Background: an optimization exercise with open tools, aiming at small area, a short achievable clock period and few clock cycles. Do not read the settings as production practice.
Only simulation tests tie the RTL to the original design; equivalence was not proved.
Power figures rest on the tool's default switching activity, not on a simulated workload.

== run A ==
==> flow/design.v (excerpt) <==
module rill_cost (
    input  wire        clk,
    input  wire        rst,         
    input  wire        in_valid,
    output wire        in_ready,
    input  wire [11:0] in_data,
    input  wire        in_lg,       
    input  wire        in_last,     
    output reg         grp_valid,
    output reg  [3:0]  grp_k0,
    output reg  [3:0]  grp_k1,
    output reg  [3:0]  grp_k2,
    output reg         res_valid,
    output reg  [1:0]  res_pred,
    output reg  [15:0] res_len
);
    assign in_ready = 1'b1;
    reg        r_rst;
    reg        r_v;
    reg        r_lg;
    reg        r_last;
    reg [11:0] r_x;
    always @(posedge clk) begin
        r_rst  <= rst;
        r_v    <= in_valid;
        r_lg   <= in_lg;
        r_last <= in_last;
        r_x    <= in_data;
    end
    wire v = r_v & ~r_rst;
    reg        in_blk;       
    reg        cur_lg;       
    reg        fresh;        
    reg [11:0] x0;           
    reg [11:0] xp1;          
    reg [11:0] xp2;          
    reg [3:0]  gc;           
    wire ns = v & (~in_blk | (r_lg != cur_lg));    
    wire vr = v & ~ns;                              
    wire [3:0] gc_base = fresh ? 4'd0 : gc;
    wire       gdone   = vr & ((gc_base == 4'd15) | r_last);
    wire [12:0] e0 = {1'b0, r_x} - {1'b0, x0};
    wire [12:0] e1 = {1'b0, r_x} - {1'b0, xp1};
    wire [13:0] e2 = {2'b0, r_x} + {2'b0, xp2} - {1'b0, xp1, 1'b0};
    wire [13:0] z0 = {1'b0, {e0[11:0], 1'b0} ^ {13{e0[12]}}};
    wire [13:0] z1 = {1'b0, {e1[11:0], 1'b0} ^ {13{e1[12]}}};
    wire [13:0] z2 = {e2[12:0], 1'b0} ^ {14{e2[13]}};
    function [4:0] code_bits(input [13:0] zz, input integer k);
        reg [13:0] q;
        begin
            q = zz >> k;
            if (q < 16) code_bits = q[4:0] + 5'd1 + k;
            else        code_bits = 5'd30;
        end
    endfunction
  ...
For scale: about 3900 cells after synthesis, about 50 I/O pins, about 0.030 mm² of cells after synthesis.
export LEC_CHECK = 0
export ABC_AREA = 1
export CAP_MARGIN = 20
export CORE_MARGIN = 2
export CORE_UTILIZATION = 40
export CTS_CLUSTER_DIAMETER = 80
export CTS_CLUSTER_SIZE = 30
export SLEW_MARGIN = 20
create_clock -name core_clock -period 42.0 [get_ports {clk}]
standard.sh (not shown) runs the stock make flow with config.mk's settings and CLKGATE_MAP_FILE= SYNTH_SCRIPT=/design/flow/synth_recipe.tcl, a recipe that flattens the netlist after the stock synthesis.
==> flow/flow/run.sh <==
#!/bin/bash
set -euo pipefail
HERE=$(pwd)
R=$HERE/orfs/results/sky130hd/rill_cost/base
ARGS=("BUFFER_PORTS_ARGS=-buffer_cell sky130_fd_sc_hd__buf_2"
      SETUP_SLACK_MARGIN=32.5 TNS_END_PERCENT=100
      "CTS_ARGS=-repair_clock_nets -dont_use_dummy_load")

bash standard.sh "${ARGS[@]}" synth > standard_synth.log 2>&1

cp "$R/1_2_yosys.v" "$HERE/standard_synth.v"
YOSYS=yosys
[[ -x "$FLOW_HOME/../tools/install/yosys/bin/yosys" ]] && YOSYS="$FLOW_HOME/../tools/install/yosys/bin/yosys"
DONT_USE=$(sed -n '/^export DONT_USE_CELLS/,/^$/p' "$FLOW_HOME/platforms/sky130hd/config.mk" | grep -o 'sky130_fd_sc_hd__[a-z0-9_]*' | tr '\n' ' ')
LIB_FILE="$FLOW_HOME/platforms/sky130hd/lib/sky130_fd_sc_hd__tt_025C_1v80.lib" \
STD_NETLIST="$HERE/standard_synth.v" OUT_NETLIST="$R/1_2_yosys.v" TOP="$FLOW_TOP" \
DONT_USE="$DONT_USE" ABC_D=6500 ABC_SCRIPT="$HERE/flow/remap.abc" \
    "$YOSYS" -c "$HERE/flow/remap.tcl" > remap.log 2>&1
rm -f "$R/1_synth.odb" "$R/1_synth.sdc"

bash standard.sh "${ARGS[@]}" finish > standard_finish.log 2>&1
==> flow/flow/remap.abc <==
strash
&get -n
&fraig -x
&put
scorr
dc2
strash
&get -n
&st
&dch -f -C 200
&nf -R 1000 -E 100 -C 32
&put
topo
stime -c
buffer -c
dnsize -c
Other scripts of this flow, unchanged in this note and not shown: flow/flow/remap.tcl
Run A: full flow OK, the timing, DRC and antenna checks passed
Testbench counts of run A, summed over its fixed seeds: cycles 81,576.
The following lists how run B was set up differently from run A:
--- a/flow/flow/run.sh
+++ b/flow/flow/run.sh
@@ -6,3 +6,3 @@
       SETUP_SLACK_MARGIN=32.5 TNS_END_PERCENT=100
-      "CTS_ARGS=-repair_clock_nets -dont_use_dummy_load")
+      "CTS_ARGS=-sink_clustering_enable -repair_clock_nets -sink_clustering_size 30 -sink_clustering_max_diameter 80 -dont_use_dummy_load")
 
[summary]
Going from run A to run B, wire length of the first global-routing pass shrank slightly.
Summary of the comparison: final period utilization is lower in run B, relative to run A.
Minimum setup slack in the final design: run B > run A
Final non-filler cell total in run B is 45 lower than in run A
As of run B, routed wire length had fallen slightly compared to run A.
Diff run A..run B | critical path depth | unchanged
Via count down 286 in run B wrt run A
Run B packs its core looser than run A.
Combinational group share of total power up 4.1 points in run B wrt run A
Inputs modified between run B and run C:
Settings: CTS_CLUSTER_DIAMETER changed from 80 to 50; CTS_CLUSTER_SIZE changed from 30 to 80.
--- a/flow/flow/run.sh
+++ b/flow/flow/run.sh
@@ -5,4 +5,3 @@
 ARGS=("BUFFER_PORTS_ARGS=-buffer_cell sky130_fd_sc_hd__buf_2"
-      SETUP_SLACK_MARGIN=32.5 TNS_END_PERCENT=100
-      "CTS_ARGS=-sink_clustering_enable -repair_clock_nets -sink_clustering_size 30 -sink_clustering_max_diameter 80 -dont_use_dummy_load")
+      SETUP_SLACK_MARGIN=32.5 TNS_END_PERCENT=100)
 
--- a/flow/flow/remap.abc
+++ b/flow/flow/remap.abc
@@ -15,2 +15,3 @@
 buffer -c
+upsize -c
 dnsize -c
## What came out
Run C and run B ended up with nearly the same average routed wire per standard cell.
Going from run B to run C, routed wire length increased 1800 µm, instance count of the mapped netlist neither gained nor lost much.
diff inputs: run C => run D
Settings: changing CTS_CLUSTER_SIZE from 80 to 30; changing CTS_CLUSTER_DIAMETER from 50 to 80.
--- a/flow/flow/remap.abc
+++ b/flow/flow/remap.abc
@@ -15,3 +15,2 @@
 buffer -c
-upsize -c
 dnsize -c
--- outcome ---
On worst hold slack, run D does better than run C.
Run D | stages: all done | timing, DRC, antenna: all pass
Compared with run C, run D shows a final critical-path required period that is 39 ps lower.
Summary of run D over run C: combined area of all synthesized cells -200 µm², portion of the clock cycle consumed by the worst path in the final layout ~0 delta, overall die width -about 0.33%, die area -about 0.66%.
Of run D and run C, it is run D that has the lower power.
Run D against run C: number of fillers in the final layout saw an increase; area growth from synthesis to final layout saw a decrease.
What run E does differently from run D at the input level:
--- a/flow/flow/run.sh
+++ b/flow/flow/run.sh
@@ -5,3 +5,4 @@
 ARGS=("BUFFER_PORTS_ARGS=-buffer_cell sky130_fd_sc_hd__buf_2"
-      SETUP_SLACK_MARGIN=32.5 TNS_END_PERCENT=100)
+      SETUP_SLACK_MARGIN=32.5 TNS_END_PERCENT=100
+      "CTS_ARGS=-sink_clustering_enable -repair_clock_nets -sink_clustering_size 30 -sink_clustering_max_diameter 80 -dont_use_dummy_load")
 
==> summary.txt <==
- In the reports for run D and run E, the larger utilization belongs to run D.
- Comparing worst voltage drop across the vdd grid for run D and run E, the smaller number came from run E.
- There was hardly any difference in fraction of area in non-clock buffers between run D and run E.
- Comparing run D and run E, the higher final instance area is on run D.
- Run E vs. run D: maximum frequency flat; wire length of the first global-routing pass down 0.48%.
- In the reports for run D and run E, the larger fraction of area in clock buffers and inverters belongs to run D.
- Going from run D to run E, the clock skew after layout was found to have gone up by 37 ps.

re-timing with driven ports:
No port has a modelled driver above. Below, the same layouts with a new extraction and two added sets of constraints. Step 1 sets driving cells, clkbuf_16 on the clock port and buf_2 on the other inputs (assumed; they add their load-dependent delay and slew). Step 2, shift: input delay + t, output delay - t, t = (earliest + latest rising clock arrival at the registers) / 2. This alone moves slack from input paths to output paths. Slacks: no drivers / after step 1 / after step 2; pairs: no drivers / after step 1.
run | t, ns | setup WS [ns] | hold WS [ns]
run A | 0.713 | 32.505 / 32.438 / 33.135 | 0.328 / 0.328 / 0.328
run B | 0.625 | 32.573 / 32.508 / 33.118 | 0.330 / 0.330 / 0.330
run C | 0.687 | 32.530 / 32.460 / 33.075 | 0.326 / 0.326 / 0.326
run D | 0.645 | 32.569 / 32.505 / 33.146 | 0.333 / 0.333 / 0.333
run E | 0.625 | 32.573 / 32.508 / 33.118 | 0.330 / 0.330 / 0.330
After both steps setup and hold are still met in every run listed.
